Context: an optimization exercise on an open-source flow, tuned for small area, a short achievable clock period and few clock cycles per item. The choices shown serve that exercise and are no tape-out recipe. Only simulation tests tie the RTL to the original design; equivalence was not proved. Power figures rest on the tool's default switching activity, not on a simulated workload.

--- design/flow/design.v ---
module fenpack_lane_dec (
    input  wire        clk,
    input  wire        rst,
    input  wire        start,
    input  wire        nib,
    input  wire [11:0] nsym,
    output wire        idle,
    input  wire        in_valid,
    input  wire [7:0]  in_data,
    output wire        in_ready,
    output wire        out_valid,
    output wire [7:0]  out_sym,
    input  wire        out_ready
);
    integer i, b;
    genvar  g;
    reg        s_idle, s_load, s_wt1, s_wt2, s_sort, s_dec;
    reg        nib_r;
    reg [11:0] remain;         
    reg [6:0]  tj;             
    reg [6:0]  dq;             
    reg        rdy_tab;        
    reg        rdy_str;        
    reg        rdy_r;          
    reg        tb_v;           
    reg        clr;            
    assign idle     = s_idle;
    assign in_ready = rdy_r;
    wire       wr    = in_valid & rdy_tab;      
    wire       push  = in_valid & rdy_str;      
    wire [6:0] tlast = nib_r ? 7'd7 : 7'd127;
    wire       tj_last = (tj == tlast);
    reg [7:0] ring [0:127];
    always @(posedge clk) begin
        ring[0] <= wr ? in_data : ring[127];
        for (i = 1; i < 128; i = i + 1)
            ring[i] <= ring[i-1];
    end
    reg        cv;
    reg [12:1] ohl, ohh;
    always @(posedge clk) begin
        cv <= tb_v;
        for (i = 1; i <= 12; i = i + 1) begin
            ohl[i] <= (ring[0][3:0] == i);
            ohh[i] <= (ring[0][7:4] == i);
        end
    end
    wire [7:0] tap = nib_r ? ring[9] : ring[1];
    wire [3:0] sl  = tap[3:0];
    wire [3:0] sh  = tap[7:4];
    reg  [7:0] qb [1:12];      
    reg  [7:0] qsel_l, qsel_h;
    always @* begin
        qsel_l = 8'd0;
        qsel_h = 8'd0;
        for (i = 1; i <= 12; i = i + 1) begin
            if (sl == i) qsel_l = qb[i];
            if (sh == i) qsel_h = qb[i];
        end
    end
    reg [1:0] qinc [1:12];
    reg       lt_l, lt_h;
    always @* begin
        for (i = 1; i <= 12; i = i + 1) begin
            lt_l = 1'b0;
            lt_h = 1'b0;
            for (b = 1; b < 12; b = b + 1)
                if (b < i) begin
                    lt_l = lt_l | ohl[b];
                    lt_h = lt_h | ohh[b];
                end
            if (cv)
                qinc[i] = {1'b0, lt_l} + {1'b0, lt_h};
            else if (s_sort)
                qinc[i] = {1'b0, sl == i} + {1'b0, sh == i};
            else
                qinc[i] = 2'd0;
        end
    end
    always @(posedge clk) begin
        for (i = 1; i <= 12; i = i + 1) begin
            if (clr)
                qb[i] <= 8'd0;
            else
                qb[i] <= qb[i] + {6'd0, qinc[i]};
        end
    end
    wire [12:0] kl_w [1:12];
    generate
        for (g = 1; g <= 12; g = g + 1) begin : g_kl
            reg  [g:0] kl;
            wire [g:0] al, ah;
            genvar k;
            for (k = 0; k <= g; k = k + 1) begin : g_bit
                if (k == g) begin : g_top
                    assign al[k] = 1'b0;
                    assign ah[k] = 1'b0;
                end else begin : g_low
                    assign al[k] = ohl[g-k];
                    assign ah[k] = ohh[g-k];
                end
            end
            always @(posedge clk) begin
                if (clr)
                    kl <= {(g+1){1'b0}};
                else if (cv)
                    kl <= kl + al + ah;
            end
            assign kl_w[g] = {{(12-g){1'b0}}, kl};
        end
    endgenerate
    reg        wa_v, wb_v;
    reg [7:0]  wa_a, wb_a;
    reg [6:0]  w_j;
    always @(posedge clk) begin
        wa_v <= s_sort && (sl != 4'd0);
        wb_v <= s_sort && (sh != 4'd0);
        wa_a <= qsel_l;
        wb_a <= qsel_h + {7'd0, sl == sh};
        w_j  <= tj;
    end
    reg [7:0] srt [0:255];
    always @(posedge clk) begin
        for (i = 0; i < 256; i = i + 1) begin
            if ((wa_v && wa_a == i) || (wb_v && wb_a == i))
                srt[i] <= {w_j, wb_v && wb_a == i};
        end
    end
    reg [7:0] ib0, ib1;
    reg [1:0] ibc;
    reg [31:0] sbuf;
    reg [32:0] np;
    wire        ins  = (ibc != 2'd0) && (|np[24:0]);
    reg  [31:0] bufi;
    always @* begin
        bufi = sbuf;
        for (i = 0; i <= 24; i = i + 1)
            bufi = bufi | ({32{ins & np[i]}} & ({ib0, 24'd0} >> i));
    end
    wire [32:0] npi  = ins ? {np[24:0], 8'd0} : np;
    reg        xv, iv;
    reg [2:0]  qc;
    wire       en = s_dec & ({1'b0, xv} + {1'b0, iv} + {1'b0, qc} <= 4'd3);
    wire [11:0] win = sbuf[31:20];
    reg  [12:1] t, h, nbe;
    always @* begin
        for (i = 1; i <= 11; i = i + 1)
            t[i] = ({1'b0, win >> (12 - i)} < kl_w[i]);
        t[12] = 1'b1;
        h[1] = t[1];
        for (i = 2; i <= 12; i = i + 1)
            h[i] = t[i] & ~t[i-1];
        for (i = 1; i <= 11; i = i + 1)
            nbe[i] = np[i];
        nbe[12] = |np[32:12];
    end
    wire fire = en & |(t & nbe);
    wire last = fire & (remain == 12'd1);
    reg [31:0] buf_sh;
    reg [32:0] np_sh;
    always @* begin
        buf_sh = 32'd0;
        np_sh  = 33'd0;
        for (i = 1; i <= 12; i = i + 1) begin
            buf_sh = buf_sh | ({32{h[i]}} & (bufi << i));
            np_sh  = np_sh  | ({33{h[i]}} & (npi >> i));
        end
    end
    wire acc    = s_idle & start;
    wire n_idle = (s_idle & ~start) | last;
    wire n_load = acc | (s_load & ~(wr & tj_last));
    wire n_wt1  = s_load & wr & tj_last;
    wire n_sort = s_wt2 | (s_sort & ~tj_last);
    wire n_dec  = (s_sort & tj_last) | (s_dec & ~last);
    wire [6:0] tj_w = tj_last ? 7'd0 : tj + 7'd1;
    wire       rt_w = s_load & ~tj_last & ((tj == 7'd0) | (dq == 7'd0));  
    wire       rt_n = acc | (s_load & ((tj == 7'd0) | (dq == 7'd127)));
    wire       rtab_n = wr ? rt_w : rt_n;
    wire       strph  = n_wt1 | s_wt1 | s_wt2 | s_sort | (s_dec & ~last);
    wire       ib_p   = ins ? (ibc <= 2'd1) : (ibc == 2'd0);       
    wire       ib_np  = ins ? 1'b1 : (ibc <= 2'd1);                
    wire       rstr_n = strph & (push ? ib_p : ib_np);
    always @(posedge clk) begin
        if (rst) begin
            s_idle  <= 1'b1;
            clr     <= 1'b1;
            s_load  <= 1'b0;
            s_wt1   <= 1'b0;
            s_wt2   <= 1'b0;
            s_sort  <= 1'b0;
            s_dec   <= 1'b0;
            rdy_tab <= 1'b0;
            rdy_str <= 1'b0;
            rdy_r   <= 1'b0;
            tb_v    <= 1'b0;
            ibc     <= 2'd0;
        end else begin
            s_idle  <= n_idle;
            clr     <= n_idle | s_idle;
            s_load  <= n_load;
            s_wt1   <= n_wt1;
            s_wt2   <= s_wt1;
            s_sort  <= n_sort;
            s_dec   <= n_dec;
            rdy_tab <= rtab_n;
            rdy_str <= rstr_n;
            rdy_r   <= rtab_n | rstr_n;
            tb_v    <= wr;
            ibc     <= ibc + {1'b0, push} - {1'b0, ins};
        end
        if (clr) begin
            np   <= 33'd1;
            sbuf <= 32'd0;
        end else if (fire) begin
            np   <= np_sh;
            sbuf <= buf_sh;
        end else begin
            np   <= npi;
            sbuf <= bufi;
        end
        if (s_idle)
            tj <= 7'd0;
        else if (s_load) begin
            if (wr) tj <= tj_w;
        end else if (s_sort)
            tj <= tj + 7'd1;
        if (wr)
            dq <= (tj == 7'd0) ? 7'd0 : dq;
        else
            dq <= dq + 7'd1;
        if (s_idle) begin
            nib_r  <= nib;
            remain <= nsym;
        end else if (fire) begin
            remain <= remain - 12'd1;
        end
        if (ins) begin
            if (ibc == 2'd2) begin
                ib0 <= ib1;
                if (push) ib1 <= in_data;
            end else if (push) begin
                ib0 <= in_data;
            end
        end else if (push) begin
            if (ibc == 2'd0) ib0 <= in_data;
            else             ib1 <= in_data;
        end
    end
    reg [7:0] xq, xk, xc;
    reg [7:0] sq, sk, sc;
    always @* begin
        sq = 8'd0;
        sk = 8'd0;
        sc = 8'd0;
        for (i = 1; i <= 12; i = i + 1) begin
            sq = sq | ({8{h[i]}} & qb[i]);
            sk = sk | ({8{h[i]}} & kl_w[i][7:0]);
            sc = sc | ({8{h[i]}} & (win >> (12 - i)));
        end
    end
    reg [15:0] ilo, ihi;       
    wire [7:0] idx = xq - xk + xc;
    always @(posedge clk) begin
        xq <= sq;
        xk <= sk;
        xc <= sc;
        for (i = 0; i < 16; i = i + 1) begin
            ilo[i] <= (idx[3:0] == i);
            ihi[i] <= (idx[7:4] == i);
        end
    end
    reg [7:0] oq [0:3];
    reg       ov;
    assign out_valid = ov;
    assign out_sym   = oq[0];
    reg  [7:0] blk [0:15];
    reg  [7:0] rsym;
    always @* begin
        rsym = 8'd0;
        for (b = 0; b < 16; b = b + 1) begin
            blk[b] = 8'd0;
            for (i = 0; i < 16; i = i + 1)
                blk[b] = blk[b] | ({8{ilo[i]}} & srt[16*b+i]);
            rsym = rsym | ({8{ihi[b]}} & blk[b]);
        end
    end
    wire       pop   = ov & out_ready;
    wire [2:0] qc_p  = qc + {2'd0, iv} - 3'd1;    
    wire [2:0] qc_np = qc + {2'd0, iv};           
    always @(posedge clk) begin
        if (rst) begin
            xv <= 1'b0;
            iv <= 1'b0;
            qc <= 3'd0;
            ov <= 1'b0;
        end else begin
            xv <= fire;
            iv <= xv;
            qc <= pop ? qc_p : qc_np;
            ov <= pop ? (qc_p != 3'd0) : (qc_np != 3'd0);
        end
        for (i = 0; i < 4; i = i + 1) begin
            if (pop) begin
                if (iv && qc == i + 1)
                    oq[i] <= rsym;
                else if (i < 3)
                    oq[i] <= oq[i+1];
            end else begin
                if (iv && qc == i)
                    oq[i] <= rsym;
            end
        end
    end
endmodule
--- design/flow/config.mk ---
export PLATFORM = sky130hd
export DESIGN_NAME = fenpack_lane_dec
export DESIGN_NICKNAME = fenpack_lane_dec
export VERILOG_FILES = /design/flow/design.v
export SDC_FILE = /design/flow/constraint.sdc
export NUM_CORES = 4
export LEC_CHECK = 0
export CAP_MARGIN = 25
export CORE_MARGIN = 2
export CORE_UTILIZATION = 40
export CTS_CLUSTER_DIAMETER = 80
export CTS_CLUSTER_SIZE = 20
export PLACE_DENSITY = 0.6
export SETUP_SLACK_MARGIN = 5
export SLEW_MARGIN = 35
--- design/flow/constraint.sdc ---
create_clock -name core_clock -period 10.0 [get_ports {clk}]
set_input_delay 2.0000 -clock core_clock [delete_from_list [all_inputs] [get_ports {clk}]]
set_output_delay 2.0000 -clock core_clock [all_outputs]
set_load 0.01 [all_outputs]
--- design/flow/run.sh ---
#!/bin/bash
# synth_recipe.tcl (not shown) runs the flow's synth.tcl, then flattens the netlist and writes it again
# the make line also repeats each setting of config.mk as NAME=value (left out here)
make -C /OpenROAD-flow-scripts/flow DESIGN_CONFIG=/design/flow/config.mk WORK_HOME=/design/flow/orfs CLKGATE_MAP_FILE= SYNTH_SCRIPT=/design/flow/synth_recipe.tcl finish
==> summary.md <==
| Metric | Value |
|---|---|
| Largest net degree at the start of global routing | 217 |
| Clock buffer count from CTS | approximately 210 |
| FILL cells | 28336 |
| TritonRoute pass-1 iters | 12 |
| Worst setup EP type | register |
| PwrDens | approximately 200 nW/um2 |
| Startpoint types | register |
| Area leader, netlist | edfxtp_1 |
| Synth cell types | 83 |
| Status | timing/DRC/antenna clean |
| CTS Buffer Depth | 4 |
| Fmax | 205 MHz |
| Area contributors post-synth | edfxtp_1 (49%), dfxtp_1 (22%), a22oi_1 (4.0%) |
| Vias in the first global route | roughly 79000 |
| Worst-margin pin slew | between 1 and 1.5 ns |
| Worst reg-to-reg path cell count | 10 |
| Type of the worst setup path | register to register |
| DRT Wirelength | just over 400 mm |
| Synth async-reset ratio | 0% |
| Hold Crit Depth | 0 |
| Die area | between 300000 and 400000 um2 |
| Leakage | approximately 46 nW |
| Cells resized by post-CTS repair | 0 |
| RSZ-0062 raised after global routing | false |
| HP Class | register to register |
| Nets | between 9000 and 10000 |
| Htree depth | 4 |
| CP Data Arrival Time | 5.66 ns |
| GRT Residual Overflow | 0 |
| Mapped cell area | 128000 um2 |
| Gr usage total | between 20% and 30% |
| Clock Skews | around 0.083 ns |
| Die Ht | between 500 and 600 um |
| Max_slew headroom | 31.8% |
| Post-synthesis register bit count | 3518 |
| Die extent in x | 571 um |
| Post-synthesis sequential area ratio | a little over 70% |
| First-pass GRT wire length | between 500 and 600 mm |
| Initial DRC count | approximately 14000 |
| Cells after synthesis | a little over 9000 |
| Final setup viols | 0 |
| Clk slew on worst S/H paths | about 0.090 ns |
| Initial antenna violation count | 10 |
| Synth-to-Final Area Change | 10.1% |
| Number of remaining DRC errors | 0 |
| Final TNS setup | 0 ns |
| Post-CTS Setup Inserts | 0 |
| Clock sink total | 3518 |
| Max IR drop VDD | 0.000173 V |
| Post-Syn Area per Cell | 14.1 um2 |
| Syn Nets | roughly 9400 |
| Final hold vios | 0 |
| Clk root buf | clkbuf_16 |
| Max cap viols | 0 |
| Final GP Congestion | 0.933 |
| Worst hold margin | approximately 0.25 ns |
| Number of port buffers | 36 |
| Share of layout cells above drive strength 1 | about a tenth |
| Register area | 91500 um2 |
| Std cell rows | around 210 |
| Cts-stage hold buffer count | 0 |
| Drt via density | approximately 6.2 |
| Initial core utilization | between 40% and 50% |
| HPWL Detailed | 245 mm |
| Worst skew pair latency | about 0.9 ns |
| CP Max Fanout | 50 |
| Required time of the critical path | 10.78 ns |
| Core Box Area | 320000 um2 |
| TritonCTS clock tree | built |
| Top Ports | 37 |
| Synth Warn # | 7 |
| Vias | ~83000 |
| DR WL/cell | ~31 um |
| Final Critical Period | 4.88 ns |
| Synth top area share | around 49% |
| Post-synth EDFFs | 2100 |
| Max-slew violation count | 0 |
| Multi-input logic area | between 30000 and 40000 um2 |
| Period utilization | approximately 49% |
| Ys flop type | edfxtp_1 |
| Antenna viol nets, final | 0 |
-- final timing paths --
check	to	start	slack, ns
worst min register to register	ring[92][5]	ring[91][5]	0.25
worst max register to register	oq[1][1]	ilo[8]	5.12
worst min-delay path	ring[92][5]	ring[91][5]	0.25
worst max-delay path	oq[1][1]	ilo[8]	5.12
-- synthesized netlist by cell type, types with 163 or more instances --
| library cell | count |
|---|---|
| clkbuf_1 | 443 |
| a22o_1 | 303 |
| o21ai_0 | 231 |
| nand4_1 | 163 |
| nand2_1 | 334 |
| a22oi_1 | 691 |
| inv_1 | 217 |
| o22ai_1 | 306 |
| edfxtp_1 | 2100 |
| ha_1 | 187 |
| a221oi_1 | 308 |
| dfxtp_1 | 1418 |
| nand3_1 | 241 |
| nor2_1 | 580 |
-- state kept, by name, summed over array words and instances, names as in the netlist, 8 cells and up --
name / flops
wb_a: 8
ihi: 16
ohl: 12
xc: 8
sbuf: 32
ilo: 16
ib0: 8
ohh: 12
ib1: 8
qb: 96
xk: 8
wa_a: 8
g_kl.kl: 85
oq: 32
xq: 8
ring: 1024
srt: 2048
np: 33
remain: 12
-- cell families (layout without fill, tap and decap cells) --
family / Yosys count / in the layout / share of synthesized area (%)
DFF: 3518 / 3518 / 71.2
AOI/OAI and AO/OA: 2446 / 2446 / 14.3
and+or+nand+nor: 1668 / 1668 / 6.19
buffers and inverters: 864 / 818 / 2.64
adders and majority gates: 289 / 289 / 3.41
muxes: 152 / 152 / 1.27
xor gates and xnor gates: 146 / 146 / 0.996
other: 0 / 5 / 0
-- critical path, stage by stage, from the launching register on --
cell and delay [ns]:
dfxtp_4 0.49, buf_4 0.43, buf_12 0.32, a22o_1 0.29, a221oi_1 0.39, nand4_1 0.34, a22oi_1 0.62, nand3_1 0.49
or4_4 0.70, mux2_2 0.30, mux2_2 0.26
-- stage by stage --
| stage | utilization [%] | area [um2] | total power, mW | setup slack, ns | std cells |
|---|---|---|---|---|---|
| after floorplan | - | 128000 | 18.1 | 5.77 | 9083 |
| after global placement | 41.8 | 134000 | 19.6 | 5.07 | 13014 |
| after detailed placement | 42.2 | 135000 | 19.7 | 5.22 | 13026 |
| after CTS | 44.1 | 141000 | 28.3 | 5.18 | 13333 |
| after global routing | 44.1 | 141000 | 29.1 | 5.09 | 13343 |
| final | 44.1 | 141000 | 28.3 | 5.12 | 13347 |
-- where the power goes --
group | internal (mW) | switching (mW)
combinational | 1.18 | 2.67
sequential | 15.4 | 0.307
clock | 4.06 | 4.73
total | 20.6 | 7.70
-- cell type report --
cell class                 count  area share (%)
antenna                        5         0.00885
clock buffer                 276            3.99
clock inverter                31           0.317
inverter                     221           0.588
multi-input combinational   4701            24.7
sequential                  3518            64.7
tap                         4305            3.81
timing repair buffer         290            1.83
-- cell usage in the layout (no fill, tap or decap), types with 88 or more instances in the layout --
master	count
inv_1	217
a221oi_1	308
a22o_1	303
nand4_1	163
fa_1	102
nor2_1	576
nand2_1	302
ha_1	187
clkbuf_16	216
a21oi_1	133
dfxtp_1	1389
o22ai_2	164
mux2_2	88
o21ai_0	211
a22oi_1	691
o22ai_1	142
nand3_1	234
edfxtp_1	2100
buf_4	220
a222oi_1	139
-- routing by layer --
| layer | up-vias | global-route usage [%] | wire [um] |
|---|---|---|---|
| li1 | 34816 | - | - |
| met1 | 41984 | 32.8 | 158000 |
| met4 | 10 | 9.73 | 19100 |
| met5 | - | 0 | 65 |
| met3 | 968 | 5.93 | 48500 |
| met2 | 5465 | 37.5 | 182000 |
Testbench counts, summed over its fixed seeds: cycles 93,080, items 67,584.

re-timing with driven ports:
How much do the figures lean on ideal ports? The routed layout below was timed once more, with nothing changed but the port constraints.
Step 1, drivers: a clkbuf_16 drives clk and a buf_2 each remaining input, both assumed.
Step 2 times the ports against the registers' clock, not the clock port: input delays grow and output delays shrink by t, the midpoint of the rising clock arrivals with the driver on.
Three values: ideal, step 1, step 2; two values: the first two.
t (ns): 0.984
setup WS [ns]: 5.121 / 5.121 / 5.121
hold WS [ns]: 0.251 / 0.251 / 0.251
slew at the worst register clock pin (ns): 0.09 / 0.09
worst slew at a driven data input, ns: 0.09
After both steps setup and hold are still met in this run. For this run, drivers alone change the setup slack by 0.000 ns; drivers and shift together by 0.000 ns.
